Background: an optimization exercise with open tools, aiming at small area and a short achievable clock period. Do not read the settings as production practice.
Where RTL was checked, it was by simulation tests only, not by an equivalence proof against the original.
No functional check of the RTL was part of runs 2 to 4.

==> flow/design.v (outline; a module is shown in full before it is edited, if it fits) <==
// module strand_codec: 1118 lines
module strand_codec (
    input  wire         clk,
    input  wire         rst,
    input  wire         enc_in_valid,
    input  wire [255:0] enc_in_data,
    output reg          enc_out_valid,
    output reg  [31:0]  enc_out_check,
    input  wire         dec_in_valid,
    input  wire [287:0] dec_in_lanes,
    input  wire         dec_in_policy,      
    input  wire         dec_in_erasure,     
    input  wire [5:0]   dec_in_dead_lane,   
    output reg          dec_out_valid,
    output reg  [2:0]   dec_out_kind,
    output reg  [255:0] dec_out_data,
    output reg  [31:0]  dec_out_syn,
    output reg  [5:0]   dec_out_lane,
    output reg  [7:0]   dec_out_value
);
  // ...
==> flow/run.sh <==
#!/bin/bash
# synth_recipe.tcl (not shown) runs the flow's synth.tcl, then flattens the netlist and writes it again
# the make line also repeats each setting of config.mk as NAME=value (left out here)
make -C /OpenROAD-flow-scripts/flow DESIGN_CONFIG=/design/flow/config.mk WORK_HOME=/design/flow/orfs CLKGATE_MAP_FILE= SYNTH_SCRIPT=/design/flow/synth_recipe.tcl finish
==> flow/config.mk <==
export PLATFORM = sky130hd
export DESIGN_NAME = strand_codec
export DESIGN_NICKNAME = strand_codec
export VERILOG_FILES = /design/flow/design.v
export SDC_FILE = /design/flow/constraint.sdc
export NUM_CORES = 4
export LEC_CHECK = 0
export CAP_MARGIN = 20
export CORE_MARGIN = 2
export CORE_UTILIZATION = 40
export PLACE_DENSITY = 0.6
export SLEW_MARGIN = 20
==> flow/constraint.sdc <==
create_clock -name core_clock -period 40.0 [get_ports {clk}]
set_input_delay 8.0000 -clock core_clock [delete_from_list [all_inputs] [get_ports {clk}]]
set_output_delay 8.0000 -clock core_clock [all_outputs]
set_load 0.01 [all_outputs]
==> results.txt, run 1 <==
non-clk buf share = 13.0%
Starting Density = 40.2%
worst slew pin tran = 1.23 ns
number of DRC markers in iteration 0 = 10,300
comb_multi_in = 6,520
RSZ-0062 raised after global routing = no
Resized Gates After CTS = 0
worst hold slack = 0.406 ns
Hold Crit Depth = 1
Async SR Flop Fraction = 0%
TritonCTS clock tree = built
status = no timing/DRC/antenna violations
CLK BUF = 99
most frequent cells in the layout = xnor2_1, clkdlybuf4s50_1, xor2_1
reg2reg setup slack = 27.06 ns
multiplexer share of the synthesized area = 1.31%
multi-input logic area = 0.0507 mm2
first-pass GRT wire length = 526,000 um
Clock Skews = 0.0520 ns
initial antenna violation count = 58
commonest non-fill, non-tap cell in the layout = xnor2_1
multi-input gate share of total cell area = 63.5%
Area Growth Syn to Fin = 20.8%
Routability Congestion = 1.09
CP most frequent cell = buf_4
combinational family with the most area after synthesis = XOR/XNOR gates
==> run 2: changes to the inputs <==
--- a/flow/design.v
+++ b/flow/design.v
@@ -446,16 +446,18 @@
             6'd63: alpha2_lane = 8'h00;
         endcase
     endfunction
     function [5:0] lane_of_pos(input integer pos);
         lane_of_pos = (pos < 4) ? pos + 32 : pos - 4;
     endfunction
     wire [31:0] enc_sd;       
     wire [31:0] enc_check;
+    reg  [31:0] enc_sd1;
+    reg         enc_v1;
     wire [7:0] es_u0;
     assign es_u0[0] = ^{enc_in_data[0], enc_in_data[8], enc_in_data[16], enc_in_data[24], enc_in_data[32], enc_in_data[40], enc_in_data[48], enc_in_data[56], enc_in_data[64], enc_in_data[72], enc_in_data[80], enc_in_data[88], enc_in_data[96], enc_in_data[104], enc_in_data[112], enc_in_data[120], enc_in_data[128], enc_in_data[136], enc_in_data[144], enc_in_data[152], enc_in_data[160], enc_in_data[168], enc_in_data[176], enc_in_data[184], enc_in_data[192], enc_in_data[200], enc_in_data[208], enc_in_data[216], enc_in_data[224], enc_in_data[232], enc_in_data[240], enc_in_data[248]};
     assign es_u0[1] = ^{enc_in_data[1], enc_in_data[9], enc_in_data[17], enc_in_data[25], enc_in_data[33], enc_in_data[41], enc_in_data[49], enc_in_data[57], enc_in_data[65], enc_in_data[73], enc_in_data[81], enc_in_data[89], enc_in_data[97], enc_in_data[105], enc_in_data[113], enc_in_data[121], enc_in_data[129], enc_in_data[137], enc_in_data[145], enc_in_data[153], enc_in_data[161], enc_in_data[169], enc_in_data[177], enc_in_data[185], enc_in_data[193], enc_in_data[201], enc_in_data[209], enc_in_data[217], enc_in_data[225], enc_in_data[233], enc_in_data[241], enc_in_data[249]};
     assign es_u0[2] = ^{enc_in_data[2], enc_in_data[10], enc_in_data[18], enc_in_data[26], enc_in_data[34], enc_in_data[42], enc_in_data[50], enc_in_data[58], enc_in_data[66], enc_in_data[74], enc_in_data[82], enc_in_data[90], enc_in_data[98], enc_in_data[106], enc_in_data[114], enc_in_data[122], enc_in_data[130], enc_in_data[138], enc_in_data[146], enc_in_data[154], enc_in_data[162], enc_in_data[170], enc_in_data[178], enc_in_data[186], enc_in_data[194], enc_in_data[202], enc_in_data[210], enc_in_data[218], enc_in_data[226], enc_in_data[234], enc_in_data[242], enc_in_data[250]};
     assign es_u0[3] = ^{enc_in_data[3], enc_in_data[11], enc_in_data[19], enc_in_data[27], enc_in_data[35], enc_in_data[43], enc_in_data[51], enc_in_data[59], enc_in_data[67], enc_in_data[75], enc_in_data[83], enc_in_data[91], enc_in_data[99], enc_in_data[107], enc_in_data[115], enc_in_data[123], enc_in_data[131], enc_in_data[139], enc_in_data[147], enc_in_data[155], enc_in_data[163], enc_in_data[171], enc_in_data[179], enc_in_data[187], enc_in_data[195], enc_in_data[203], enc_in_data[211], enc_in_data[219], enc_in_data[227], enc_in_data[235], enc_in_data[243], enc_in_data[251]};
     assign es_u0[4] = ^{enc_in_data[4], enc_in_data[12], enc_in_data[20], enc_in_data[28], enc_in_data[36], enc_in_data[44], enc_in_data[52], enc_in_data[60], enc_in_data[68], enc_in_data[76], enc_in_data[84], enc_in_data[92], enc_in_data[100], enc_in_data[108], enc_in_data[116], enc_in_data[124], enc_in_data[132], enc_in_data[140], enc_in_data[148], enc_in_data[156], enc_in_data[164], enc_in_data[172], enc_in_data[180], enc_in_data[188], enc_in_data[196], enc_in_data[204], enc_in_data[212], enc_in_data[220], enc_in_data[228], enc_in_data[236], enc_in_data[244], enc_in_data[252]};
     assign es_u0[5] = ^{enc_in_data[5], enc_in_data[13], enc_in_data[21], enc_in_data[29], enc_in_data[37], enc_in_data[45], enc_in_data[53], enc_in_data[61], enc_in_data[69], enc_in_data[77], enc_in_data[85], enc_in_data[93], enc_in_data[101], enc_in_data[109], enc_in_data[117], enc_in_data[125], enc_in_data[133], enc_in_data[141], enc_in_data[149], enc_in_data[157], enc_in_data[165], enc_in_data[173], enc_in_data[181], enc_in_data[189], enc_in_data[197], enc_in_data[205], enc_in_data[213], enc_in_data[221], enc_in_data[229], enc_in_data[237], enc_in_data[245], enc_in_data[253]};
     assign es_u0[6] = ^{enc_in_data[6], enc_in_data[14], enc_in_data[22], enc_in_data[30], enc_in_data[38], enc_in_data[46], enc_in_data[54], enc_in_data[62], enc_in_data[70], enc_in_data[78], enc_in_data[86], enc_in_data[94], enc_in_data[102], enc_in_data[110], enc_in_data[118], enc_in_data[126], enc_in_data[134], enc_in_data[142], enc_in_data[150], enc_in_data[158], enc_in_data[166], enc_in_data[174], enc_in_data[182], enc_in_data[190], enc_in_data[198], enc_in_data[206], enc_in_data[214], enc_in_data[222], enc_in_data[230], enc_in_data[238], enc_in_data[246], enc_in_data[254]};
@@ -700,51 +702,57 @@
     assign enc_sd[24] = ^{es_u3[0], es_u3[1], es_u3[2], es_u3[6], es_u3[9], es_u3[11], es_u3[12], es_u3[13], es_u3[20], es_u3[21], es_u3[24], es_u3[27], es_u3[30], es_u3[31], es_u3[33], es_u3[34], es_u3[35], es_u3[38], es_u3[44], es_u3[46], es_u3[48], es_u3[49], es_u3[51], es_u3[52], es_u3[54], es_u3[56], es_u3[57], es_u3[60], es_u3[62], es_u3[63], es_u3[68], es_u3[69], es_u3[70], es_u3[71], es_u3[72], es_u3[74], es_u3[75], es_u3[77], es_u3[78], es_u3[79], es_u3[80], es_u3[82], es_u3[84], es_u3[85], es_u3[86], es_u3[88], es_u3[92], es_u3[97], es_u3[98], es_u3[100]};
     assign enc_sd[25] = ^{es_u3[1], es_u3[2], es_u3[3], es_u3[7], es_u3[10], es_u3[12], es_u3[13], es_u3[14], es_u3[21], es_u3[22], es_u3[25], es_u3[28], es_u3[31], es_u3[32], es_u3[34], es_u3[35], es_u3[36], es_u3[39], es_u3[45], es_u3[47], es_u3[49], es_u3[50], es_u3[52], es_u3[53], es_u3[55], es_u3[57], es_u3[58], es_u3[61], es_u3[63], es_u3[64], es_u3[69], es_u3[70], es_u3[71], es_u3[72], es_u3[73], es_u3[75], es_u3[76], es_u3[78], es_u3[79], es_u3[80], es_u3[81], es_u3[83], es_u3[85], es_u3[86], es_u3[87], es_u3[89], es_u3[93], es_u3[98], es_u3[99]};
     assign enc_sd[26] = ^{es_u3[0], es_u3[1], es_u3[3], es_u3[4], es_u3[6], es_u3[8], es_u3[9], es_u3[12], es_u3[14], es_u3[15], es_u3[20], es_u3[21], es_u3[22], es_u3[23], es_u3[24], es_u3[26], es_u3[27], es_u3[29], es_u3[30], es_u3[31], es_u3[32], es_u3[34], es_u3[36], es_u3[37], es_u3[38], es_u3[40], es_u3[44], es_u3[49], es_u3[50], es_u3[52], es_u3[53], es_u3[57], es_u3[58], es_u3[59], es_u3[60], es_u3[63], es_u3[64], es_u3[65], es_u3[68], es_u3[69], es_u3[73], es_u3[75], es_u3[76], es_u3[78], es_u3[81], es_u3[85], es_u3[87], es_u3[90], es_u3[92], es_u3[94], es_u3[97], es_u3[98], es_u3[99]};
     assign enc_sd[27] = ^{es_u3[0], es_u3[4], es_u3[5], es_u3[6], es_u3[7], es_u3[10], es_u3[11], es_u3[12], es_u3[15], es_u3[16], es_u3[20], es_u3[22], es_u3[23], es_u3[25], es_u3[28], es_u3[32], es_u3[34], es_u3[37], es_u3[39], es_u3[41], es_u3[44], es_u3[45], es_u3[46], es_u3[48], es_u3[49], es_u3[50], es_u3[52], es_u3[53], es_u3[56], es_u3[57], es_u3[58], es_u3[59], es_u3[61], es_u3[62], es_u3[63], es_u3[64], es_u3[65], es_u3[66], es_u3[68], es_u3[71], es_u3[72], es_u3[75], es_u3[76], es_u3[78], es_u3[80], es_u3[84], es_u3[85], es_u3[91], es_u3[92], es_u3[93], es_u3[95], es_u3[97], es_u3[99]};
     assign enc_sd[28] = ^{es_u3[2], es_u3[5], es_u3[7], es_u3[8], es_u3[9], es_u3[16], es_u3[17], es_u3[20], es_u3[23], es_u3[26], es_u3[27], es_u3[29], es_u3[30], es_u3[31], es_u3[34], es_u3[40], es_u3[42], es_u3[44], es_u3[45], es_u3[47], es_u3[48], es_u3[50], es_u3[52], es_u3[53], es_u3[56], es_u3[58], es_u3[59], es_u3[64], es_u3[65], es_u3[66], es_u3[67], es_u3[68], es_u3[70], es_u3[71], es_u3[73], es_u3[74], es_u3[75], es_u3[76], es_u3[78], es_u3[80], es_u3[81], es_u3[82], es_u3[84], es_u3[88], es_u3[93], es_u3[94], es_u3[96], es_u3[97]};
     assign enc_sd[29] = ^{es_u3[3], es_u3[6], es_u3[8], es_u3[9], es_u3[10], es_u3[17], es_u3[18], es_u3[21], es_u3[24], es_u3[27], es_u3[28], es_u3[30], es_u3[31], es_u3[32], es_u3[35], es_u3[41], es_u3[43], es_u3[45], es_u3[46], es_u3[48], es_u3[49], es_u3[51], es_u3[53], es_u3[54], es_u3[57], es_u3[59], es_u3[60], es_u3[65], es_u3[66], es_u3[67], es_u3[68], es_u3[69], es_u3[71], es_u3[72], es_u3[74], es_u3[75], es_u3[76], es_u3[77], es_u3[79], es_u3[81], es_u3[82], es_u3[83], es_u3[85], es_u3[89], es_u3[94], es_u3[95], es_u3[97], es_u3[98]};
     assign enc_sd[30] = ^{es_u3[0], es_u3[4], es_u3[7], es_u3[9], es_u3[10], es_u3[11], es_u3[18], es_u3[19], es_u3[22], es_u3[25], es_u3[28], es_u3[29], es_u3[31], es_u3[32], es_u3[33], es_u3[36], es_u3[42], es_u3[44], es_u3[46], es_u3[47], es_u3[49], es_u3[50], es_u3[52], es_u3[54], es_u3[55], es_u3[58], es_u3[60], es_u3[61], es_u3[66], es_u3[67], es_u3[68], es_u3[69], es_u3[70], es_u3[72], es_u3[73], es_u3[75], es_u3[76], es_u3[77], es_u3[78], es_u3[80], es_u3[82], es_u3[83], es_u3[84], es_u3[86], es_u3[90], es_u3[95], es_u3[96], es_u3[98], es_u3[99]};
     assign enc_sd[31] = ^{es_u3[0], es_u3[1], es_u3[5], es_u3[8], es_u3[10], es_u3[11], es_u3[12], es_u3[19], es_u3[20], es_u3[23], es_u3[26], es_u3[29], es_u3[30], es_u3[32], es_u3[33], es_u3[34], es_u3[37], es_u3[43], es_u3[45], es_u3[47], es_u3[48], es_u3[50], es_u3[51], es_u3[53], es_u3[55], es_u3[56], es_u3[59], es_u3[61], es_u3[62], es_u3[67], es_u3[68], es_u3[69], es_u3[70], es_u3[71], es_u3[73], es_u3[74], es_u3[76], es_u3[77], es_u3[78], es_u3[79], es_u3[81], es_u3[83], es_u3[84], es_u3[85], es_u3[87], es_u3[91], es_u3[96], es_u3[97], es_u3[99], es_u3[100]};
-    assign enc_check[0] = ^{enc_sd[0], enc_sd[3], enc_sd[5], enc_sd[8], enc_sd[9], enc_sd[11], enc_sd[12], enc_sd[13], enc_sd[15], enc_sd[17], enc_sd[18], enc_sd[19], enc_sd[21], enc_sd[22], enc_sd[23], enc_sd[24], enc_sd[26], enc_sd[27], enc_sd[28], enc_sd[29], enc_sd[30]};
-    assign enc_check[1] = ^{enc_sd[0], enc_sd[1], enc_sd[4], enc_sd[6], enc_sd[8], enc_sd[9], enc_sd[10], enc_sd[12], enc_sd[13], enc_sd[14], enc_sd[18], enc_sd[19], enc_sd[20], enc_sd[22], enc_sd[23], enc_sd[25], enc_sd[27], enc_sd[28], enc_sd[29], enc_sd[30], enc_sd[31]};
-    assign enc_check[2] = ^{enc_sd[1], enc_sd[2], enc_sd[3], enc_sd[7], enc_sd[8], enc_sd[10], enc_sd[12], enc_sd[14], enc_sd[16], enc_sd[17], enc_sd[18], enc_sd[20], enc_sd[22], enc_sd[27], enc_sd[31]};
-    assign enc_check[3] = ^{enc_sd[0], enc_sd[2], enc_sd[4], enc_sd[5], enc_sd[12], enc_sd[22], enc_sd[24], enc_sd[26], enc_sd[27], enc_sd[29], enc_sd[30]};
-    assign enc_check[4] = ^{enc_sd[1], enc_sd[6], enc_sd[8], enc_sd[9], enc_sd[11], enc_sd[12], enc_sd[15], enc_sd[17], enc_sd[18], enc_sd[19], enc_sd[21], enc_sd[22], enc_sd[24], enc_sd[25], enc_sd[26], enc_sd[29], enc_sd[31]};
-    assign enc_check[5] = ^{enc_sd[0], enc_sd[2], enc_sd[7], enc_sd[8], enc_sd[9], enc_sd[10], enc_sd[12], enc_sd[13], enc_sd[16], enc_sd[18], enc_sd[19], enc_sd[20], enc_sd[22], enc_sd[23], enc_sd[24], enc_sd[25], enc_sd[26], enc_sd[27], enc_sd[30]};
-    assign enc_check[6] = ^{enc_sd[1], enc_sd[3], enc_sd[9], enc_sd[10], enc_sd[11], enc_sd[13], enc_sd[14], enc_sd[16], enc_sd[17], enc_sd[19], enc_sd[20], enc_sd[21], enc_sd[23], enc_sd[24], enc_sd[25], enc_sd[26], enc_sd[27], enc_sd[28], enc_sd[31]};
-    assign enc_check[7] = ^{enc_sd[2], enc_sd[4], enc_sd[8], enc_sd[10], enc_sd[11], enc_sd[12], enc_sd[14], enc_sd[15], enc_sd[16], enc_sd[17], enc_sd[18], enc_sd[20], enc_sd[21], enc_sd[22], enc_sd[25], enc_sd[26], enc_sd[27], enc_sd[28], enc_sd[29]};
-    assign enc_check[8] = ^{enc_sd[0], enc_sd[1], enc_sd[3], enc_sd[4], enc_sd[5], enc_sd[7], enc_sd[8], enc_sd[11], enc_sd[15], enc_sd[22], enc_sd[25], enc_sd[28], enc_sd[29], enc_sd[30]};
-    assign enc_check[9] = ^{enc_sd[0], enc_sd[1], enc_sd[2], enc_sd[4], enc_sd[5], enc_sd[6], enc_sd[9], enc_sd[12], enc_sd[23], enc_sd[24], enc_sd[26], enc_sd[29], enc_sd[30], enc_sd[31]};
-    assign enc_check[10] = ^{enc_sd[0], enc_sd[2], enc_sd[4], enc_sd[6], enc_sd[10], enc_sd[11], enc_sd[13], enc_sd[15], enc_sd[16], enc_sd[22], enc_sd[27], enc_sd[28], enc_sd[29], enc_sd[31]};
-    assign enc_check[11] = ^{enc_sd[4], enc_sd[12], enc_sd[14], enc_sd[15], enc_sd[17], enc_sd[22], enc_sd[23], enc_sd[25]};
-    assign enc_check[12] = ^{enc_sd[0], enc_sd[1], enc_sd[3], enc_sd[4], enc_sd[7], enc_sd[11], enc_sd[13], enc_sd[18], enc_sd[22], enc_sd[23], enc_sd[24], enc_sd[25], enc_sd[26], enc_sd[28], enc_sd[29], enc_sd[30]};
-    assign enc_check[13] = ^{enc_sd[0], enc_sd[1], enc_sd[2], enc_sd[4], enc_sd[5], enc_sd[8], enc_sd[12], enc_sd[14], enc_sd[19], enc_sd[23], enc_sd[25], enc_sd[26], enc_sd[27], enc_sd[29], enc_sd[30], enc_sd[31]};
-    assign enc_check[14] = ^{enc_sd[1], enc_sd[2], enc_sd[3], enc_sd[5], enc_sd[6], enc_sd[9], enc_sd[13], enc_sd[15], enc_sd[20], enc_sd[26], enc_sd[27], enc_sd[28], enc_sd[30], enc_sd[31]};
-    assign enc_check[15] = ^{enc_sd[0], enc_sd[2], enc_sd[3], enc_sd[4], enc_sd[6], enc_sd[7], enc_sd[10], enc_sd[14], enc_sd[21], enc_sd[24], enc_sd[27], enc_sd[28], enc_sd[29], enc_sd[31]};
-    assign enc_check[16] = ^{enc_sd[1], enc_sd[2], enc_sd[3], enc_sd[5], enc_sd[6], enc_sd[7], enc_sd[14], enc_sd[16], enc_sd[17], enc_sd[19], enc_sd[22], enc_sd[24], enc_sd[26], enc_sd[29], enc_sd[30], enc_sd[31]};
-    assign enc_check[17] = ^{enc_sd[2], enc_sd[3], enc_sd[4], enc_sd[6], enc_sd[7], enc_sd[15], enc_sd[17], enc_sd[18], enc_sd[20], enc_sd[23], enc_sd[25], enc_sd[27], enc_sd[30], enc_sd[31]};
-    assign enc_check[18] = ^{enc_sd[0], enc_sd[1], enc_sd[2], enc_sd[4], enc_sd[6], enc_sd[8], enc_sd[14], enc_sd[17], enc_sd[18], enc_sd[21], enc_sd[22], enc_sd[28], enc_sd[29], enc_sd[30]};
-    assign enc_check[19] = ^{enc_sd[6], enc_sd[9], enc_sd[14], enc_sd[15], enc_sd[16], enc_sd[17], enc_sd[18], enc_sd[23], enc_sd[24], enc_sd[26]};
-    assign enc_check[20] = ^{enc_sd[1], enc_sd[2], enc_sd[3], enc_sd[5], enc_sd[6], enc_sd[10], enc_sd[14], enc_sd[15], enc_sd[18], enc_sd[22], enc_sd[25], enc_sd[26], enc_sd[27], enc_sd[29], enc_sd[30], enc_sd[31]};
-    assign enc_check[21] = ^{enc_sd[0], enc_sd[2], enc_sd[3], enc_sd[4], enc_sd[6], enc_sd[7], enc_sd[11], enc_sd[15], enc_sd[16], enc_sd[19], enc_sd[23], enc_sd[26], enc_sd[27], enc_sd[28], enc_sd[30], enc_sd[31]};
-    assign enc_check[22] = ^{enc_sd[0], enc_sd[1], enc_sd[3], enc_sd[4], enc_sd[5], enc_sd[7], enc_sd[12], enc_sd[17], enc_sd[20], enc_sd[24], enc_sd[27], enc_sd[28], enc_sd[29], enc_sd[31]};
-    assign enc_check[23] = ^{enc_sd[0], enc_sd[1], enc_sd[2], enc_sd[4], enc_sd[5], enc_sd[6], enc_sd[13], enc_sd[16], enc_sd[18], enc_sd[21], enc_sd[25], enc_sd[28], enc_sd[29], enc_sd[30]};
-    assign enc_check[24] = ^{enc_sd[0], enc_sd[2], enc_sd[3], enc_sd[4], enc_sd[5], enc_sd[6], enc_sd[9], enc_sd[12], enc_sd[13], enc_sd[14], enc_sd[16], enc_sd[18], enc_sd[21], enc_sd[22], enc_sd[23], enc_sd[25], enc_sd[27], enc_sd[29], enc_sd[30], enc_sd[31]};
-    assign enc_check[25] = ^{enc_sd[1], enc_sd[3], enc_sd[4], enc_sd[5], enc_sd[6], enc_sd[7], enc_sd[8], enc_sd[10], enc_sd[13], enc_sd[14], enc_sd[15], enc_sd[17], enc_sd[19], enc_sd[22], enc_sd[23], enc_sd[24], enc_sd[26], enc_sd[28], enc_sd[30], enc_sd[31]};
-    assign enc_check[26] = ^{enc_sd[3], enc_sd[7], enc_sd[11], enc_sd[12], enc_sd[13], enc_sd[15], enc_sd[20], enc_sd[21], enc_sd[22], enc_sd[30]};
-    assign enc_check[27] = ^{enc_sd[0], enc_sd[2], enc_sd[3], enc_sd[5], enc_sd[6], enc_sd[9], enc_sd[16], enc_sd[18], enc_sd[25], enc_sd[27], enc_sd[29], enc_sd[30]};
-    assign enc_check[28] = ^{enc_sd[0], enc_sd[1], enc_sd[2], enc_sd[5], enc_sd[7], enc_sd[8], enc_sd[9], enc_sd[10], enc_sd[12], enc_sd[13], enc_sd[14], enc_sd[17], enc_sd[18], enc_sd[19], enc_sd[21], enc_sd[22], enc_sd[23], enc_sd[25], enc_sd[26], enc_sd[27], enc_sd[28], enc_sd[29]};
-    assign enc_check[29] = ^{enc_sd[0], enc_sd[1], enc_sd[2], enc_sd[3], enc_sd[6], enc_sd[9], enc_sd[10], enc_sd[11], enc_sd[13], enc_sd[14], enc_sd[15], enc_sd[18], enc_sd[19], enc_sd[20], enc_sd[22], enc_sd[23], enc_sd[24], enc_sd[26], enc_sd[27], enc_sd[28], enc_sd[29], enc_sd[30]};
-    assign enc_check[30] = ^{enc_sd[0], enc_sd[1], enc_sd[2], enc_sd[3], enc_sd[4], enc_sd[7], enc_sd[10], enc_sd[11], enc_sd[12], enc_sd[14], enc_sd[15], enc_sd[16], enc_sd[19], enc_sd[20], enc_sd[21], enc_sd[23], enc_sd[25], enc_sd[27], enc_sd[28], enc_sd[29], enc_sd[30], enc_sd[31]};
-    assign enc_check[31] = ^{enc_sd[1], enc_sd[2], enc_sd[3], enc_sd[4], enc_sd[5], enc_sd[8], enc_sd[11], enc_sd[12], enc_sd[13], enc_sd[15], enc_sd[17], enc_sd[20], enc_sd[21], enc_sd[22], enc_sd[24], enc_sd[26], enc_sd[28], enc_sd[29], enc_sd[30], enc_sd[31]};
+    assign enc_check[0] = ^{enc_sd1[0], enc_sd1[3], enc_sd1[5], enc_sd1[8], enc_sd1[9], enc_sd1[11], enc_sd1[12], enc_sd1[13], enc_sd1[15], enc_sd1[17], enc_sd1[18], enc_sd1[19], enc_sd1[21], enc_sd1[22], enc_sd1[23], enc_sd1[24], enc_sd1[26], enc_sd1[27], enc_sd1[28], enc_sd1[29], enc_sd1[30]};
+    assign enc_check[1] = ^{enc_sd1[0], enc_sd1[1], enc_sd1[4], enc_sd1[6], enc_sd1[8], enc_sd1[9], enc_sd1[10], enc_sd1[12], enc_sd1[13], enc_sd1[14], enc_sd1[18], enc_sd1[19], enc_sd1[20], enc_sd1[22], enc_sd1[23], enc_sd1[25], enc_sd1[27], enc_sd1[28], enc_sd1[29], enc_sd1[30], enc_sd1[31]};
+    assign enc_check[2] = ^{enc_sd1[1], enc_sd1[2], enc_sd1[3], enc_sd1[7], enc_sd1[8], enc_sd1[10], enc_sd1[12], enc_sd1[14], enc_sd1[16], enc_sd1[17], enc_sd1[18], enc_sd1[20], enc_sd1[22], enc_sd1[27], enc_sd1[31]};
+    assign enc_check[3] = ^{enc_sd1[0], enc_sd1[2], enc_sd1[4], enc_sd1[5], enc_sd1[12], enc_sd1[22], enc_sd1[24], enc_sd1[26], enc_sd1[27], enc_sd1[29], enc_sd1[30]};
+    assign enc_check[4] = ^{enc_sd1[1], enc_sd1[6], enc_sd1[8], enc_sd1[9], enc_sd1[11], enc_sd1[12], enc_sd1[15], enc_sd1[17], enc_sd1[18], enc_sd1[19], enc_sd1[21], enc_sd1[22], enc_sd1[24], enc_sd1[25], enc_sd1[26], enc_sd1[29], enc_sd1[31]};
+    assign enc_check[5] = ^{enc_sd1[0], enc_sd1[2], enc_sd1[7], enc_sd1[8], enc_sd1[9], enc_sd1[10], enc_sd1[12], enc_sd1[13], enc_sd1[16], enc_sd1[18], enc_sd1[19], enc_sd1[20], enc_sd1[22], enc_sd1[23], enc_sd1[24], enc_sd1[25], enc_sd1[26], enc_sd1[27], enc_sd1[30]};
+    assign enc_check[6] = ^{enc_sd1[1], enc_sd1[3], enc_sd1[9], enc_sd1[10], enc_sd1[11], enc_sd1[13], enc_sd1[14], enc_sd1[16], enc_sd1[17], enc_sd1[19], enc_sd1[20], enc_sd1[21], enc_sd1[23], enc_sd1[24], enc_sd1[25], enc_sd1[26], enc_sd1[27], enc_sd1[28], enc_sd1[31]};
+    assign enc_check[7] = ^{enc_sd1[2], enc_sd1[4], enc_sd1[8], enc_sd1[10], enc_sd1[11], enc_sd1[12], enc_sd1[14], enc_sd1[15], enc_sd1[16], enc_sd1[17], enc_sd1[18], enc_sd1[20], enc_sd1[21], enc_sd1[22], enc_sd1[25], enc_sd1[26], enc_sd1[27], enc_sd1[28], enc_sd1[29]};
+    assign enc_check[8] = ^{enc_sd1[0], enc_sd1[1], enc_sd1[3], enc_sd1[4], enc_sd1[5], enc_sd1[7], enc_sd1[8], enc_sd1[11], enc_sd1[15], enc_sd1[22], enc_sd1[25], enc_sd1[28], enc_sd1[29], enc_sd1[30]};
+    assign enc_check[9] = ^{enc_sd1[0], enc_sd1[1], enc_sd1[2], enc_sd1[4], enc_sd1[5], enc_sd1[6], enc_sd1[9], enc_sd1[12], enc_sd1[23], enc_sd1[24], enc_sd1[26], enc_sd1[29], enc_sd1[30], enc_sd1[31]};
+    assign enc_check[10] = ^{enc_sd1[0], enc_sd1[2], enc_sd1[4], enc_sd1[6], enc_sd1[10], enc_sd1[11], enc_sd1[13], enc_sd1[15], enc_sd1[16], enc_sd1[22], enc_sd1[27], enc_sd1[28], enc_sd1[29], enc_sd1[31]};
+    assign enc_check[11] = ^{enc_sd1[4], enc_sd1[12], enc_sd1[14], enc_sd1[15], enc_sd1[17], enc_sd1[22], enc_sd1[23], enc_sd1[25]};
+    assign enc_check[12] = ^{enc_sd1[0], enc_sd1[1], enc_sd1[3], enc_sd1[4], enc_sd1[7], enc_sd1[11], enc_sd1[13], enc_sd1[18], enc_sd1[22], enc_sd1[23], enc_sd1[24], enc_sd1[25], enc_sd1[26], enc_sd1[28], enc_sd1[29], enc_sd1[30]};
+    assign enc_check[13] = ^{enc_sd1[0], enc_sd1[1], enc_sd1[2], enc_sd1[4], enc_sd1[5], enc_sd1[8], enc_sd1[12], enc_sd1[14], enc_sd1[19], enc_sd1[23], enc_sd1[25], enc_sd1[26], enc_sd1[27], enc_sd1[29], enc_sd1[30], enc_sd1[31]};
+    assign enc_check[14] = ^{enc_sd1[1], enc_sd1[2], enc_sd1[3], enc_sd1[5], enc_sd1[6], enc_sd1[9], enc_sd1[13], enc_sd1[15], enc_sd1[20], enc_sd1[26], enc_sd1[27], enc_sd1[28], enc_sd1[30], enc_sd1[31]};
+    assign enc_check[15] = ^{enc_sd1[0], enc_sd1[2], enc_sd1[3], enc_sd1[4], enc_sd1[6], enc_sd1[7], enc_sd1[10], enc_sd1[14], enc_sd1[21], enc_sd1[24], enc_sd1[27], enc_sd1[28], enc_sd1[29], enc_sd1[31]};
+    assign enc_check[16] = ^{enc_sd1[1], enc_sd1[2], enc_sd1[3], enc_sd1[5], enc_sd1[6], enc_sd1[7], enc_sd1[14], enc_sd1[16], enc_sd1[17], enc_sd1[19], enc_sd1[22], enc_sd1[24], enc_sd1[26], enc_sd1[29], enc_sd1[30], enc_sd1[31]};
+    assign enc_check[17] = ^{enc_sd1[2], enc_sd1[3], enc_sd1[4], enc_sd1[6], enc_sd1[7], enc_sd1[15], enc_sd1[17], enc_sd1[18], enc_sd1[20], enc_sd1[23], enc_sd1[25], enc_sd1[27], enc_sd1[30], enc_sd1[31]};
+    assign enc_check[18] = ^{enc_sd1[0], enc_sd1[1], enc_sd1[2], enc_sd1[4], enc_sd1[6], enc_sd1[8], enc_sd1[14], enc_sd1[17], enc_sd1[18], enc_sd1[21], enc_sd1[22], enc_sd1[28], enc_sd1[29], enc_sd1[30]};
+    assign enc_check[19] = ^{enc_sd1[6], enc_sd1[9], enc_sd1[14], enc_sd1[15], enc_sd1[16], enc_sd1[17], enc_sd1[18], enc_sd1[23], enc_sd1[24], enc_sd1[26]};
+    assign enc_check[20] = ^{enc_sd1[1], enc_sd1[2], enc_sd1[3], enc_sd1[5], enc_sd1[6], enc_sd1[10], enc_sd1[14], enc_sd1[15], enc_sd1[18], enc_sd1[22], enc_sd1[25], enc_sd1[26], enc_sd1[27], enc_sd1[29], enc_sd1[30], enc_sd1[31]};
+    assign enc_check[21] = ^{enc_sd1[0], enc_sd1[2], enc_sd1[3], enc_sd1[4], enc_sd1[6], enc_sd1[7], enc_sd1[11], enc_sd1[15], enc_sd1[16], enc_sd1[19], enc_sd1[23], enc_sd1[26], enc_sd1[27], enc_sd1[28], enc_sd1[30], enc_sd1[31]};
+    assign enc_check[22] = ^{enc_sd1[0], enc_sd1[1], enc_sd1[3], enc_sd1[4], enc_sd1[5], enc_sd1[7], enc_sd1[12], enc_sd1[17], enc_sd1[20], enc_sd1[24], enc_sd1[27], enc_sd1[28], enc_sd1[29], enc_sd1[31]};
+    assign enc_check[23] = ^{enc_sd1[0], enc_sd1[1], enc_sd1[2], enc_sd1[4], enc_sd1[5], enc_sd1[6], enc_sd1[13], enc_sd1[16], enc_sd1[18], enc_sd1[21], enc_sd1[25], enc_sd1[28], enc_sd1[29], enc_sd1[30]};
+    assign enc_check[24] = ^{enc_sd1[0], enc_sd1[2], enc_sd1[3], enc_sd1[4], enc_sd1[5], enc_sd1[6], enc_sd1[9], enc_sd1[12], enc_sd1[13], enc_sd1[14], enc_sd1[16], enc_sd1[18], enc_sd1[21], enc_sd1[22], enc_sd1[23], enc_sd1[25], enc_sd1[27], enc_sd1[29], enc_sd1[30], enc_sd1[31]};
+    assign enc_check[25] = ^{enc_sd1[1], enc_sd1[3], enc_sd1[4], enc_sd1[5], enc_sd1[6], enc_sd1[7], enc_sd1[8], enc_sd1[10], enc_sd1[13], enc_sd1[14], enc_sd1[15], enc_sd1[17], enc_sd1[19], enc_sd1[22], enc_sd1[23], enc_sd1[24], enc_sd1[26], enc_sd1[28], enc_sd1[30], enc_sd1[31]};
+    assign enc_check[26] = ^{enc_sd1[3], enc_sd1[7], enc_sd1[11], enc_sd1[12], enc_sd1[13], enc_sd1[15], enc_sd1[20], enc_sd1[21], enc_sd1[22], enc_sd1[30]};
+    assign enc_check[27] = ^{enc_sd1[0], enc_sd1[2], enc_sd1[3], enc_sd1[5], enc_sd1[6], enc_sd1[9], enc_sd1[16], enc_sd1[18], enc_sd1[25], enc_sd1[27], enc_sd1[29], enc_sd1[30]};
+    assign enc_check[28] = ^{enc_sd1[0], enc_sd1[1], enc_sd1[2], enc_sd1[5], enc_sd1[7], enc_sd1[8], enc_sd1[9], enc_sd1[10], enc_sd1[12], enc_sd1[13], enc_sd1[14], enc_sd1[17], enc_sd1[18], enc_sd1[19], enc_sd1[21], enc_sd1[22], enc_sd1[23], enc_sd1[25], enc_sd1[26], enc_sd1[27], enc_sd1[28], enc_sd1[29]};
+    assign enc_check[29] = ^{enc_sd1[0], enc_sd1[1], enc_sd1[2], enc_sd1[3], enc_sd1[6], enc_sd1[9], enc_sd1[10], enc_sd1[11], enc_sd1[13], enc_sd1[14], enc_sd1[15], enc_sd1[18], enc_sd1[19], enc_sd1[20], enc_sd1[22], enc_sd1[23], enc_sd1[24], enc_sd1[26], enc_sd1[27], enc_sd1[28], enc_sd1[29], enc_sd1[30]};
+    assign enc_check[30] = ^{enc_sd1[0], enc_sd1[1], enc_sd1[2], enc_sd1[3], enc_sd1[4], enc_sd1[7], enc_sd1[10], enc_sd1[11], enc_sd1[12], enc_sd1[14], enc_sd1[15], enc_sd1[16], enc_sd1[19], enc_sd1[20], enc_sd1[21], enc_sd1[23], enc_sd1[25], enc_sd1[27], enc_sd1[28], enc_sd1[29], enc_sd1[30], enc_sd1[31]};
+    assign enc_check[31] = ^{enc_sd1[1], enc_sd1[2], enc_sd1[3], enc_sd1[4], enc_sd1[5], enc_sd1[8], enc_sd1[11], enc_sd1[12], enc_sd1[13], enc_sd1[15], enc_sd1[17], enc_sd1[20], enc_sd1[21], enc_sd1[22], enc_sd1[24], enc_sd1[26], enc_sd1[28], enc_sd1[29], enc_sd1[30], enc_sd1[31]};
     always @(posedge clk) begin
-        if (rst) enc_out_valid <= 1'b0;
-        else     enc_out_valid <= enc_in_valid;
+        if (rst) begin
+            enc_v1        <= 1'b0;
+            enc_out_valid <= 1'b0;
+        end else begin
+            enc_v1        <= enc_in_valid;
+            enc_out_valid <= enc_v1;
+        end
+        enc_sd1       <= enc_sd;
         enc_out_check <= enc_check;
     end
     wire [31:0] dec_syn;
     wire [7:0] ds_u0;
     assign ds_u0[0] = ^{dec_in_lanes[256], dec_in_lanes[264], dec_in_lanes[272], dec_in_lanes[280], dec_in_lanes[0], dec_in_lanes[8], dec_in_lanes[16], dec_in_lanes[24], dec_in_lanes[32], dec_in_lanes[40], dec_in_lanes[48], dec_in_lanes[56], dec_in_lanes[64], dec_in_lanes[72], dec_in_lanes[80], dec_in_lanes[88], dec_in_lanes[96], dec_in_lanes[104], dec_in_lanes[112], dec_in_lanes[120], dec_in_lanes[128], dec_in_lanes[136], dec_in_lanes[144], dec_in_lanes[152], dec_in_lanes[160], dec_in_lanes[168], dec_in_lanes[176], dec_in_lanes[184], dec_in_lanes[192], dec_in_lanes[200], dec_in_lanes[208], dec_in_lanes[216], dec_in_lanes[224], dec_in_lanes[232], dec_in_lanes[240], dec_in_lanes[248]};
     assign ds_u0[1] = ^{dec_in_lanes[257], dec_in_lanes[265], dec_in_lanes[273], dec_in_lanes[281], dec_in_lanes[1], dec_in_lanes[9], dec_in_lanes[17], dec_in_lanes[25], dec_in_lanes[33], dec_in_lanes[41], dec_in_lanes[49], dec_in_lanes[57], dec_in_lanes[65], dec_in_lanes[73], dec_in_lanes[81], dec_in_lanes[89], dec_in_lanes[97], dec_in_lanes[105], dec_in_lanes[113], dec_in_lanes[121], dec_in_lanes[129], dec_in_lanes[137], dec_in_lanes[145], dec_in_lanes[153], dec_in_lanes[161], dec_in_lanes[169], dec_in_lanes[177], dec_in_lanes[185], dec_in_lanes[193], dec_in_lanes[201], dec_in_lanes[209], dec_in_lanes[217], dec_in_lanes[225], dec_in_lanes[233], dec_in_lanes[241], dec_in_lanes[249]};
     assign ds_u0[2] = ^{dec_in_lanes[258], dec_in_lanes[266], dec_in_lanes[274], dec_in_lanes[282], dec_in_lanes[2], dec_in_lanes[10], dec_in_lanes[18], dec_in_lanes[26], dec_in_lanes[34], dec_in_lanes[42], dec_in_lanes[50], dec_in_lanes[58], dec_in_lanes[66], dec_in_lanes[74], dec_in_lanes[82], dec_in_lanes[90], dec_in_lanes[98], dec_in_lanes[106], dec_in_lanes[114], dec_in_lanes[122], dec_in_lanes[130], dec_in_lanes[138], dec_in_lanes[146], dec_in_lanes[154], dec_in_lanes[162], dec_in_lanes[170], dec_in_lanes[178], dec_in_lanes[186], dec_in_lanes[194], dec_in_lanes[202], dec_in_lanes[210], dec_in_lanes[218], dec_in_lanes[226], dec_in_lanes[234], dec_in_lanes[242], dec_in_lanes[250]};
     assign ds_u0[3] = ^{dec_in_lanes[259], dec_in_lanes[267], dec_in_lanes[275], dec_in_lanes[283], dec_in_lanes[3], dec_in_lanes[11], dec_in_lanes[19], dec_in_lanes[27], dec_in_lanes[35], dec_in_lanes[43], dec_in_lanes[51], dec_in_lanes[59], dec_in_lanes[67], dec_in_lanes[75], dec_in_lanes[83], dec_in_lanes[91], dec_in_lanes[99], dec_in_lanes[107], dec_in_lanes[115], dec_in_lanes[123], dec_in_lanes[131], dec_in_lanes[139], dec_in_lanes[147], dec_in_lanes[155], dec_in_lanes[163], dec_in_lanes[171], dec_in_lanes[179], dec_in_lanes[187], dec_in_lanes[195], dec_in_lanes[203], dec_in_lanes[211], dec_in_lanes[219], dec_in_lanes[227], dec_in_lanes[235], dec_in_lanes[243], dec_in_lanes[251]};
@@ -1027,17 +1035,17 @@
     reg [31:0]  syn1;
     reg [255:0] w1;
     always @(posedge clk) begin
         if (rst) v1 <= 1'b0;
         else     v1 <= dec_in_valid;
         pol1 <= dec_in_policy;
         era1 <= dec_in_erasure;
         dl1  <= dec_in_dead_lane;
-        aq1  <= alpha_lane(dec_in_dead_lane);
+        aq1  <= dec_in_erasure ? alpha_lane(dec_in_dead_lane) : 8'h00;
         a2q1 <= alpha2_lane(dec_in_dead_lane);
         syn1 <= dec_syn;
         w1   <= dec_in_lanes[255:0];
     end
     wire [7:0] s0 = syn1[7:0];
     wire [7:0] s1 = syn1[15:8];
     wire [7:0] s2 = syn1[23:16];
     wire [7:0] s3 = syn1[31:24];
@@ -1045,28 +1053,25 @@
     wire [7:0] t1 = s2 ^ gf_mul(aq1, s1);
     wire [7:0] t2 = s3 ^ gf_mul(aq1, s2);
     wire er_poison = (t0 == 8'h0F) &&
                      (t1 == (8'h55 ^ gf_mul(aq1, 8'h0F))) &&
                      (t2 == (8'h73 ^ gf_mul(aq1, 8'h55)));
     wire t_zero    = (t0 == 8'h00) && (t1 == 8'h00) && (t2 == 8'h00);
     wire s_zero    = (syn1 == 32'h0);
     wire s_poison  = (syn1 == POISON_SYN);
-    wire [7:0] x0 = era1 ? t0 : s0;
-    wire [7:0] x1 = era1 ? t1 : s1;
-    wire [7:0] x2 = era1 ? t2 : s2;
-    wire [7:0] ratio = gf_mul(x1, gf_inv(x0));        
-    wire       cons1 = (gf_sq(x1) == gf_mul(x0, x2));
-    wire       cons2 = era1 || (gf_sq(s2) == gf_mul(s1, s3));
+    wire       cons1 = (gf_sq(t1) == gf_mul(t0, t2));
+    wire       cons2 = era1 || (gf_sq(s1) == gf_mul(s0, s2));
     wire [35:0] q_hot, p_hot;
     genvar gk;
     generate
         for (gk = 0; gk < 36; gk = gk + 1) begin : g_pos
             assign q_hot[gk] = (dl1 == lane_of_pos(gk));
-            assign p_hot[gk] = (ratio == EXPK(gk)) && !(era1 && q_hot[gk]);
+            assign p_hot[gk] = (t0 != 8'h00) && (t1 == gf_mul(t0, EXPK(gk))) &&
+                               !(era1 && q_hot[gk]);
         end
     endgenerate
     wire hit = (|p_hot) && cons1 && cons2;
     wire [7:0] dd  = s2 ^ gf_mul(a2q1, s0);
     wire [7:0] e   = era1 ? gf_mul(gf_sq(t0), gf_inv(dd)) : s0;
     reg [2:0] kind;
     always @(*) begin
         if (s_zero)
==> flow/flow/run.sh (new file) <==
#!/bin/bash
# Standard layout, with repair_timing aiming for setup slack of SETUP_SLACK_MARGIN
# (ns) beyond the clock period instead of 0.
bash standard.sh SETUP_SLACK_MARGIN=30 finish > standard.log 2>&1
==> flow/standard.sh (new file) <==
#!/bin/bash
# synth_recipe.tcl (not shown) runs the flow's synth.tcl, then flattens the netlist and writes it again
# the make line also repeats each setting of config.mk as NAME=value (left out here)
make -C /OpenROAD-flow-scripts/flow DESIGN_CONFIG=/design/flow/config.mk WORK_HOME=/design/flow/orfs CLKGATE_MAP_FILE= SYNTH_SCRIPT=/design/flow/synth_recipe.tcl "${@:-finish}"
removed: flow/run.sh
==> run 2 against run 1 <==
Global-route usage increased by 1.7 points; critical path depth decreased by 20; register-to-register slack improved by 3.1 ns; still clean; largest cell class unchanged; highest routed layer unchanged; critical endpoint is now syn1[26]$_DFF_P_.
==> results.txt, run 2 <==
Slew Limit Fails = 0
compound-cell area share of the yosys netlist = 11.0%
Syn Std Cell Area = 0.0704 mm2
die area = 0.179 mm2
CP peak stage delay = 0.61 ns
area leader, netlist = xnor2_1
Starting Density = 40.4% (+0.17 points)
Clock Skews = 0.0765 ns (+0.0245 ns)
Die Y = 424 um
FF+latch count, synth = 685
most instantiated library cell after synthesis = xnor2_1
clock latency (worst-skew pair) = 0.76 ns
Syn Nets = 8,620
CP arrival = 10.84 ns
drt drc = 0
total global routing overflow = 0
critical-path cell list = dlygate4sd2_1, xor2_1, xnor2_2, xnor2_1, xnor2_2, xnor2_1, xnor2_1, xnor2_1, xnor2_1, xor2_1
CP most frequent cell = xnor2_1
die width = 424 um
post-layout util = 51.2%
first-pass GRT wire length = 573,000 um (+9.0%)
DRT Pass-1 Iters = 13
pin count of the biggest net entering global routing = 87
hold crit path type = flip-flop to flip-flop
sequential fraction of the synthesis area = 19.5%
critical path's top delay family = XOR/XNOR gates
final hold vios = 0
fmax = 0.0979 GHz
post-synthesis simple-gate area fraction = 9.06%
Adder-Cell Fraction of Synth Area = 1.45%
Routed Antenna Nets = 0
vias = 67,400
Async SR Flop Fraction = 0% (unchanged)
setup TNS = 0 ns
core box area = 0.174 mm2
TritonCTS clock tree = built
combinational family with the most area after synthesis = XOR/XNOR gates
final WL = 439,000 um
Startpoint Class = input pin
Worst Path Max Fanout = 5
syn avg cell area = 8.82 um2
most frequent cells in the layout = xnor2_1, dfxtp_1, clkdlybuf4s50_1
XOR/XNOR Fraction of Synth Area = 54.2%
min Tclk post-route = 10.21 ns
layout cell share with drive strength beyond 1 = 12.9%
clock sink count = 685
commonest non-fill, non-tap cell in the layout = xnor2_1
Slew Limit Headroom = 12.8%
total track usage = 46.8%
yosys warns = 1
Mapped Cells = 7,984
CTS Buffer Depth = 3
max-cap viol count = 0
RSZ-0062 raised after global routing = yes
Post-synth EDFFs = 0
CP max-delay cell = dlygate4sd2_1
status = no timing/DRC/antenna violations
number of buffers created by CTS = 81
Final nets = 9,298
number of DRC markers in iteration 0 = 11,000 (+7.0%)
Ports = 895
Synth cell types = 99
row cnt = 153
Area Growth Syn to Fin = 26.7%
DP HPWL = 354,000 um
Buf+Inv Stages, Crit Path = 1
prevailing post-synth register cell = dfxtp_1
Avg Vias per Cell = 6.09
vias in the first global route = 63,400
share of the synthesized area in the top cell type = 40.3%
largest cells by area after synthesis = xnor2_1, dfxtp_1, xor2_1
critical path class = input pin to flip-flop
worst slew pin tran = 1.31 ns (+0.0814 ns)
H-tree depth = 3
final setup fails = 0
clock root cell = clkbuf_16
period utilization = 25.5%
Avg WL per Cell = 39.6 um
biggest regs = dec_out_data (256), w1 (256)
Worst setup EP type = flip-flop
CTS clock-pin slew for the worst setup and hold paths = 0.06 ns
# port buffers = 894
multiplexer share of the synthesized area = 0.794% (-0.51 points)
Commonest cells post-synth = xnor2_1, dfxtp_1, xor2_1, nand2_1, clkbuf_1
Routability Congestion = 1.11 (+2.4%)
initial antenna violation count = 38 (-34%)
required time worst endpoint = 40.63 ns
==> run 2: logic make-up (layout without fill, tap and decap cells) <==
logic type | after synthesis | in the layout
AND/OR/NAND/NOR | 1378 | 1379
buffers and inverters | 681 | 1422
adder cells (fa/ha/maj) | 80 | 80
XOR/XNOR | 4037 | 4037
AO/OA/AOI/OAI | 1068 | 1069
other | 0 | 18
multiplexers | 55 | 55
flip-flops | 685 | 685
==> run 2: routing by layer <==
metal  share of wire [%]  global-route usage (%)  vias up  wire [um]
li1                    -                       -    27700          -
met1                  38                    59.8    32800     168000
met2                  41                    68.1     5456     181000
met3                  12                    14.4     1368      54100
met4                 8.0                    29.7       30      35100
met5               0.043                       0        -        188
==> run 2: area by class of cell <==
type	instances	area, um2
Clock inverter	38	543
Timing Repair Buffer	1193	11200
Fill cell	16600	85200
Sequential cell	685	13700
Clock buffer	110	2280
Tap cell	2325	2910
Inverter	81	313
Antenna cell	18	45.0
Multi-Input combinational cell	6620	58100
==> run 2: timing repair <==
item                                    in CTS  in global routing
endpoints found under the setup margin     335                276
setup buffers                               49                 52
cloned                                       2                  0
pin swaps                                   46                 50
hold buffers                                 0                  0
gates resized for setup                    661                345
==> run 2: through the flow <==
step	instance area [um2]	hold slack (ns)	worst slack [ns]	cells
after global placement	81600	0.416	27.39	10800
after global routing	89200	0.430	29.88	11100
after CTS	87300	0.414	29.86	11000
after floorplan	70400	0.326	30.01	7984
final	89200	0.416	29.79	11100
after detailed placement	81600	0.418	27.88	10800
==> run 2: path summary, 6_finish.rpt <==
kind,depth (start not counted),slack [ns],startpoint,endpoint
worst min-delay path,1,0.42,w1[135]$_DFF_P_,dec_out_data[135]$_DFF_P_
worst max-delay path,10,29.79,dec_in_lanes[159],syn1[26]$_DFF_P_
worst min register to register,1,0.42,w1[135]$_DFF_P_,dec_out_data[135]$_DFF_P_
worst max register to register,26,30.12,aq1[3]$_SDFF_PN0_,dec_out_data[170]$_DFF_P_
==> run 3: changes to the inputs <==
==> flow/flow/run.sh (replaced) <==
#!/bin/bash
# Standard layout, with plain buf_1 port buffers instead of the delay cells
# buffer_ports picks by default.
bash standard.sh "BUFFER_PORTS_ARGS=-buffer_cell sky130_fd_sc_hd__buf_1" finish > standard.log 2>&1
==> run 3 against run 2 <==
Count of clock-buffer cells in the layout fell by 2; global-route usage rose by 0.23 points; highest routed layer unchanged; first-iteration DRC count is 0.57% higher; core utilization decreased by 5.7 points; critical path depth increased by 22; flip-flop and latch count stayed put; register-to-register slack got worse by 2.8 ns; design area is 11% lower.
==> results.txt, run 3 <==
status = no timing/DRC/antenna violations
layout cell share with drive strength beyond 1 = 6.12% (-6.8 points)
H-tree depth = 3 (unchanged)
min Tclk post-route = 12.64 ns (+2.43 ns)
fmax = 0.0791 GHz (-19%)
Routed met1 length = 175,000 um (+4.0%)
Synth cell types = 99 (unchanged)
Ports = 895 (unchanged)
met3 WL = 52,200 um (-3.5%)
Slew Limit Fails = 0 (unchanged)
row cnt = 153 (unchanged)
Worst R2R End = dec_out_data[147]$_DFF_P_
biggest regs = dec_out_data (256), w1 (256)
min-delay src = w1[12]$_DFF_P_
first-pass GRT wire length = 576,000 um (+0.49%)
area leader, netlist = xnor2_1
critical path's top delay family = XOR/XNOR gates
TritonCTS clock tree = built
Die Y = 424 um (unchanged)
Async SR Flop Fraction = 0% (unchanged)
Max Used Layer = met5
clock sink count = 685 (unchanged)
setup TNS = 0 ns (unchanged)
Hold-fix buffers, CTS = 0 (unchanged)
Worst Path Max Fanout = 36 (+31)
Resized Gates After CTS = 0 (-100%)
most instantiated library cell after synthesis = xnor2_1
CP most frequent cell = buf_4
Startpoint Class = flip-flop
final setup fails = 0 (unchanged)
PnR worst setup slack = 27.36 ns (-2.43 ns)
Finished Cell Area = 0.0793 mm2 (-11%)
CTS clock-pin slew for the worst setup and hold paths = 0.06 ns (about the same)
vias = 67,100 (-0.49%)
core box area = 0.174 mm2 (unchanged)
Hold Path Sink = dec_out_data[12]$_DFF_P_
critical path class = flip-flop to flip-flop
Buf+Inv Stages, Crit Path = 8 (+7)
multi-input logic area = 0.0543 mm2 (-6.6%)
Post-DP Area = 0.0764 mm2 (-6.4%)
FF+latch count, synth = 685 (unchanged)
Final nets = 9,240 (-0.62%)
register area = 0.0137 mm2 (-0.14%)
Routability Congestion = 1.08 (-3.3%)
Avg Vias per Cell = 6.09 (about the same)
commonest non-fill, non-tap cell in the layout = xnor2_1
largest cells by area after synthesis = xnor2_1, dfxtp_1, xor2_1
die width = 424 um (unchanged)
Commonest cells post-synth = xnor2_1, dfxtp_1, xor2_1, nand2_1, clkbuf_1
Hold Crit Depth = 1 (unchanged)
FF-to-FF path depth = 32 (+23%)
Crit path depth = 32 (+22)
Clock Skews = 0.101 ns (+0.0249 ns)
required time worst endpoint = 40.55 ns (-0.08 ns)
number of DRC markers in iteration 0 = 11,100 (+0.57%)
yosys warns = 1 (unchanged)
CP peak stage delay = 1.00 ns (+0.39 ns)
initial antenna violation count = 59 (+55%)
Worst setup EP type = flip-flop
share of the synthesized area in the top cell type = 40.3% (unchanged)
Fill cells = 17,400 (+5.1%)
Mapped Cells = 7,984 (unchanged)
Avg WL per Cell = 40.0 um (+0.83%)
total global routing overflow = 0 (unchanged)
postcts setup bufs = 0 (-100%)
worst slew pin tran = 1.34 ns (+0.0348 ns)
Syn Std Cell Area = 0.0704 mm2 (unchanged)
most frequent cells in the layout = xnor2_1, buf_1, dfxtp_1
DRT Pass-1 Iters = 9 (-4)
RSZ-0062 raised after global routing = no
Starting Density = 40.4% (unchanged)
WL met2 = 180,000 um (-0.55%)
number of buffers created by CTS = 78 (-3.7%)
period utilization = 31.6% (+6.1 points)
sequential fraction of the synthesis area = 19.5% (unchanged)
syn avg cell area = 8.82 um2 (unchanged)
drt drc = 0 (unchanged)
CP max-delay cell = dfxtp_1
CTS Buffer Depth = 3 (unchanged)
pin count of the biggest net entering global routing = 75 (-14%)
Syn Nets = 8,620 (unchanged)
prevailing post-synth register cell = dfxtp_1
final hold vios = 0 (unchanged)
CP arrival = 13.19 ns (+2.35 ns)
# port buffers = 894 (unchanged)
Routed Antenna Nets = 0 (unchanged)
clock root cell = clkbuf_16
DP Worst Slack = 27.94 ns (+0.0662 ns)
vias in the first global route = 62,600 (-1.2%)
total track usage = 47.0% (+0.23 points)
R2R Path Start = aq1[6]$_SDFF_PP0_
DP HPWL = 357,000 um (+0.95%)
Slew Limit Headroom = 9.80% (-3.0 points)
Post-synth EDFFs = 0 (unchanged)
Area Growth Syn to Fin = 12.6%
final WL = 440,000 um (+0.36%)
reg2reg setup slack = 27.36 ns (-2.76 ns)
post-layout util = 45.5% (-5.7 points)
max-cap viol count = 0 (unchanged)
hold crit path type = flip-flop to flip-flop
die area = 0.179 mm2 (unchanged)
clock latency (worst-skew pair) = 0.78 ns (+0.02 ns)
run 3: how the worst max path moves through the flow:
stage,startpoint,end
after floorplan,dec_in_lanes[15],syn1[15]$_DFF_P_
after global placement,aq1[6]$_SDFF_PP0_,dec_out_data[147]$_DFF_P_
after detailed placement,aq1[6]$_SDFF_PP0_,dec_out_data[187]$_DFF_P_
after CTS,aq1[6]$_SDFF_PP0_,dec_out_data[187]$_DFF_P_
after global routing,aq1[6]$_SDFF_PP0_,dec_out_data[187]$_DFF_P_
final,aq1[6]$_SDFF_PP0_,dec_out_data[147]$_DFF_P_
run 3: stage by stage:
stage               hold WS (ns)  instances
floorplan                  0.326       7984
global placement           0.414      10800
detailed placement         0.418      10800
CTS                        0.390      11000
global route               0.431      11000
finish                     0.404      11000
run 3: logic make-up (layout without fill, tap and decap cells):
group,Yosys count,after routing,synth area share [%]
other,0,27,0
AO/OA/AOI/OAI,1068,1068,11.0
AND/OR/NAND/NOR,1378,1378,9.06
adder cells (fa/ha/maj),80,80,1.45
multiplexers,55,55,0.794
flip-flops,685,685,19.5
XOR/XNOR,4037,4037,54.2
buffers and inverters,681,1363,3.97
run 3: layout make-up:
type	instances	area share, %
Tap cell	2325	3.67
Multi-Input combinational cell	6618	68.5
Timing Repair Buffer	1140	6.56
Antenna cell	27	0.0852
Sequential cell	685	17.3
Clock buffer	108	2.90
Inverter	81	0.383
Clock inverter	34	0.627
run 3: worst reg2reg max path: cells and delay by family (launching register included):
kind	cells	cell delay, ns
flip-flops	1	1.00
XOR/XNOR	10	3.33
AND/OR/NAND/NOR	9	3.25
AO/OA/AOI/OAI	3	0.97
adder cells (fa/ha/maj)	2	1.63
buffers and inverters	8	2.29
run 3: layer usage:
metal / track usage (%) / up-vias
li1: - / 27600
met1: 61.7 / 33100
met2: 67.4 / 5176
met3: 13.7 / 1195
met4: 29.0 / 26
met5: 0 / -
==> run 4: changes to the inputs <==
==> flow/flow/run.sh (replaced) <==
#!/bin/bash
# The standard layout (the standard.sh, ORFS), with two changes to how it
# is made: plain buf_1 port buffers instead of the delay cells buffer_ports
# picks by default, and repair_timing aiming for setup slack of
# SETUP_SLACK_MARGIN ns beyond the (unchanged) clock period instead of 0.
# ORFS writes each step's log under orfs/logs; make's output goes to
# standard.log.
bash standard.sh "BUFFER_PORTS_ARGS=-buffer_cell sky130_fd_sc_hd__buf_1" \
    SETUP_SLACK_MARGIN=30 finish > standard.log 2>&1
==> run 4 against run 3 <==
Count of clock-buffer cells in the layout is the same; register-to-register slack gained 2.5 ns; critical path depth shrank 24; flip-flop and latch count is the same; core utilization grew 1.2 points; synthesized area is the same; maximum frequency grew 24%; worst hold slack gained 0.0030 ns; setup slack gained 2.4 ns; first-iteration DRC count grew 0.35%; still clean.
==> results.txt, run 4 <==
critical path class = input pin to flip-flop
hold crit path type = flip-flop to flip-flop
TritonCTS clock tree = built
Routed Antenna Nets = 0 (unchanged)
row cnt = 153 (unchanged)
CP arrival = 10.78 ns (-2.41 ns)
initial antenna violation count = 53 (-10%)
Mapped Cells = 7,984 (unchanged)
min-delay src = w1[149]$_DFF_P_
R2R Path Start = syn1[1]$_DFF_P_
largest cells by area after synthesis = xnor2_1, dfxtp_1, xor2_1
vias = 67,300 (+0.40%)
Synth cell types = 99 (unchanged)
Hold-fix buffers, CTS = 0 (unchanged)
Final Non-Filler Cells = 11,000 (+0.17%)
worst hold slack = 0.407 ns (+0.00296 ns)
Worst setup EP type = flip-flop
die area = 0.179 mm2 (unchanged)
number of DRC markers in iteration 0 = 11,100 (+0.35%)
number of buffers created by CTS = 78 (unchanged)
yosys warns = 1 (unchanged)
biggest regs = dec_out_data (256), w1 (256)
setup TNS = 0 ns (unchanged)
# port buffers = 894 (unchanged)
DP HPWL = 357,000 um (unchanged)
required time worst endpoint = 40.58 ns (+0.03 ns)
core box area = 0.174 mm2 (unchanged)
Post-DP Area = 0.0764 mm2 (unchanged)
syn avg cell area = 8.82 um2 (unchanged)
RSZ-0062 raised after global routing = yes
clock sink count = 685 (unchanged)
total track usage = 47.2% (+0.17 points)
clock root cell = clkbuf_16
area leader, netlist = xnor2_1
total global routing overflow = 0 (unchanged)
pin count of the biggest net entering global routing = 75 (unchanged)
Starting Density = 40.4% (unchanged)
die width = 424 um (unchanged)
Commonest cells post-synth = xnor2_1, dfxtp_1, xor2_1, nand2_1, clkbuf_1
layout cell share with drive strength beyond 1 = 10.3% (+4.1 points)
Final nets = 9,265 (+0.27%)
Syn Std Cell Area = 0.0704 mm2 (unchanged)
status = no timing/DRC/antenna violations
Worst Path Max Fanout = 5 (-86%)
most frequent cells in the layout = xnor2_1, buf_1, dfxtp_1
Startpoint Class = input pin
final setup fails = 0 (unchanged)
Worst R2R End = dec_out_data[224]$_DFF_P_
min Tclk post-route = 10.20 ns (-2.44 ns)
Fill cells = 17,300 (-0.84%)
H-tree depth = 3 (unchanged)
vias in the first global route = 63,000 (+0.66%)
Avg Vias per Cell = 6.10 (+0.22%)
Ports = 895 (unchanged)
Hold Path Sink = dec_out_data[149]$_DFF_P_
FF-to-FF path depth = 27 (-16%)
max-cap viol count = 0 (unchanged)
CTS Buffer Depth = 3 (unchanged)
Hold Crit Depth = 1 (unchanged)
Slew Limit Headroom = 16.8% (+7.0 points)
Clock Skews = 0.104 ns (+0.00280 ns)
commonest non-fill, non-tap cell in the layout = xnor2_1
period utilization = 25.5% (-6.1 points)
drt drc = 0 (unchanged)
PnR worst setup slack = 29.80 ns (+2.44 ns)
share of the synthesized area in the top cell type = 40.3% (unchanged)
Post-synth EDFFs = 0 (unchanged)
final WL = 442,000 um (+0.33%)
Routability Congestion = 1.08 (unchanged)
Async SR Flop Fraction = 0% (unchanged)
FF+latch count, synth = 685 (unchanged)
sequential fraction of the synthesis area = 19.5% (unchanged)
Die Y = 424 um (unchanged)
prevailing post-synth register cell = dfxtp_1
Area Growth Syn to Fin = 15.6%
first-pass GRT wire length = 578,000 um (+0.31%)
clock latency (worst-skew pair) = 0.78 ns (about the same)
most instantiated library cell after synthesis = xnor2_1
reg2reg setup slack = 29.89 ns (+2.53 ns)
CTS clock-pin slew for the worst setup and hold paths = 0.08 ns (+0.02 ns)
final hold vios = 0 (unchanged)
Syn Nets = 8,620 (unchanged)
Finished Cell Area = 0.0814 mm2 (+2.6%)
Avg WL per Cell = 40.0 um (+0.16%)
worst slew pin tran = 1.25 ns (-0.0958 ns)
DRT Pass-1 Iters = 10 (+1)
fmax = 0.0980 GHz (+24%)
Slew Limit Fails = 0 (unchanged)
DP Worst Slack = 27.94 ns (unchanged)
Placed Cells = 10,800 (unchanged)
[run 4: cell counts after synthesis]
Identical to the previous run, type by type.
[run 4: worst max-delay path by stage]
stage / startpoint / to / depth (start not counted)
3_5_place_dp: aq1[6]$_SDFF_PP0_ / dec_out_data[187]$_DFF_P_ / 30
2_1_floorplan: dec_in_lanes[15] / syn1[15]$_DFF_P_ / 9
6_report: dec_in_lanes[106] / syn1[16]$_DFF_P_ / 8
4_1_cts: enc_in_data[120] / enc_sd1[18]$_DFF_P_ / 9
5_1_grt: dec_in_lanes[169] / syn1[27]$_DFF_P_ / 9
3_3_place_gp: aq1[6]$_SDFF_PP0_ / dec_out_data[147]$_DFF_P_ / 32
[run 4: timing repair]
| item | CTS | global route |
|---|---|---|
| setup buffers | 11 | 13 |
| hold endpoints to repair | 0 | 0 |
| pin swaps | 12 | 12 |
| endpoints found under the setup margin | 315 | 265 |
| gates resized for setup | 240 | 172 |
| gates cloned | 1 | 0 |
[run 4: metal layers]
metal | vias to the layer above | global-route usage [%] | wire length, um
met1 | 33100 | 61.4 | 173000
li1 | 27700 | - | -
met4 | 34 | 29.8 | 35000
met2 | 5302 | 67.5 | 179000
met3 | 1264 | 14.3 | 54000
met5 | - | 0 | 342
[run 4: final cells by class]
cell class | instances | area (um2) | area share, %
diodes | 21 | 52.6 | 0.0646
repair buffers | 1164 | 5810 | 7.14
clock buffers | 108 | 2300 | 2.82
multi-input cells | 6619 | 55800 | 68.5
clock inverters | 34 | 497 | 0.610
inverters | 81 | 318 | 0.390
well taps | 2325 | 2910 | 3.57
flip-flops and latches | 685 | 13700 | 16.9
[run 4: logic make-up (layout without fill, tap and decap cells)]
group	Yosys count	count (layout)	synth area share (%)
flops	685	685	19.5
fa+ha+maj	80	80	1.45
other cells	0	21	0
xor+xnor	4037	4037	54.2
mux	55	55	0.794
compound gates	1068	1069	11.0
buf+inv	681	1387	3.97
simple gates	1378	1378	9.06
[run 4: through the flow]
step / utilization [%]
4_1_cts: 46.1
3_5_place_dp: 43.8
6_report: 46.7
5_1_grt: 46.6
2_1_floorplan: -
3_3_place_gp: 43.8
[run 4: worst max-delay path, cell delays in order]
cell,delay (ns)
buf_1,0.77
xnor2_1,0.19
xnor2_1,0.18
xnor2_1,0.46
xnor2_1,0.30
xnor2_1,0.21
xnor2_1,0.18
xnor2_2,0.46

==> re-timing with driven ports <==
In the flow no input, the clock included, has a driving cell. The finished layouts below were timed again as built, in two steps.
Step 1: set_driving_cell puts a clkbuf_16 on clk and a buf_2 on each other input, an assumption about the parent block.
Step 2 moves the port delays by t, midway between the first and last clock arrival at a register: inputs arrive t later, outputs are due t later. That takes back most of the time a late clock gives input paths.
Slacks: ideal / step 1 / step 2; pairs: ideal / step 1.
| run | t, ns | slack for setup (ns) | latest minus earliest clock arrival (ns) | worst data-port slew with drivers (ns) |
|---|---|---|---|---|
| run 1 | 0.810 | 27.059 / 27.059 / 26.660 | 0.057 / 0.057 | 0.29 |
| run 2 | 0.818 | 29.790 / 29.859 / 29.050 | 0.076 / 0.076 | 0.13 |
| run 3 | 0.837 | 27.360 / 27.360 / 27.360 | 0.114 / 0.113 | 0.14 |
| run 4 | 0.822 | 29.798 / 29.866 / 29.044 | 0.116 / 0.116 | 0.13 |
After both steps every run listed still meets setup and hold. The setup slack of run 4, which loses most, moves by +0.068 ns with the drivers and by -0.754 ns with both steps.
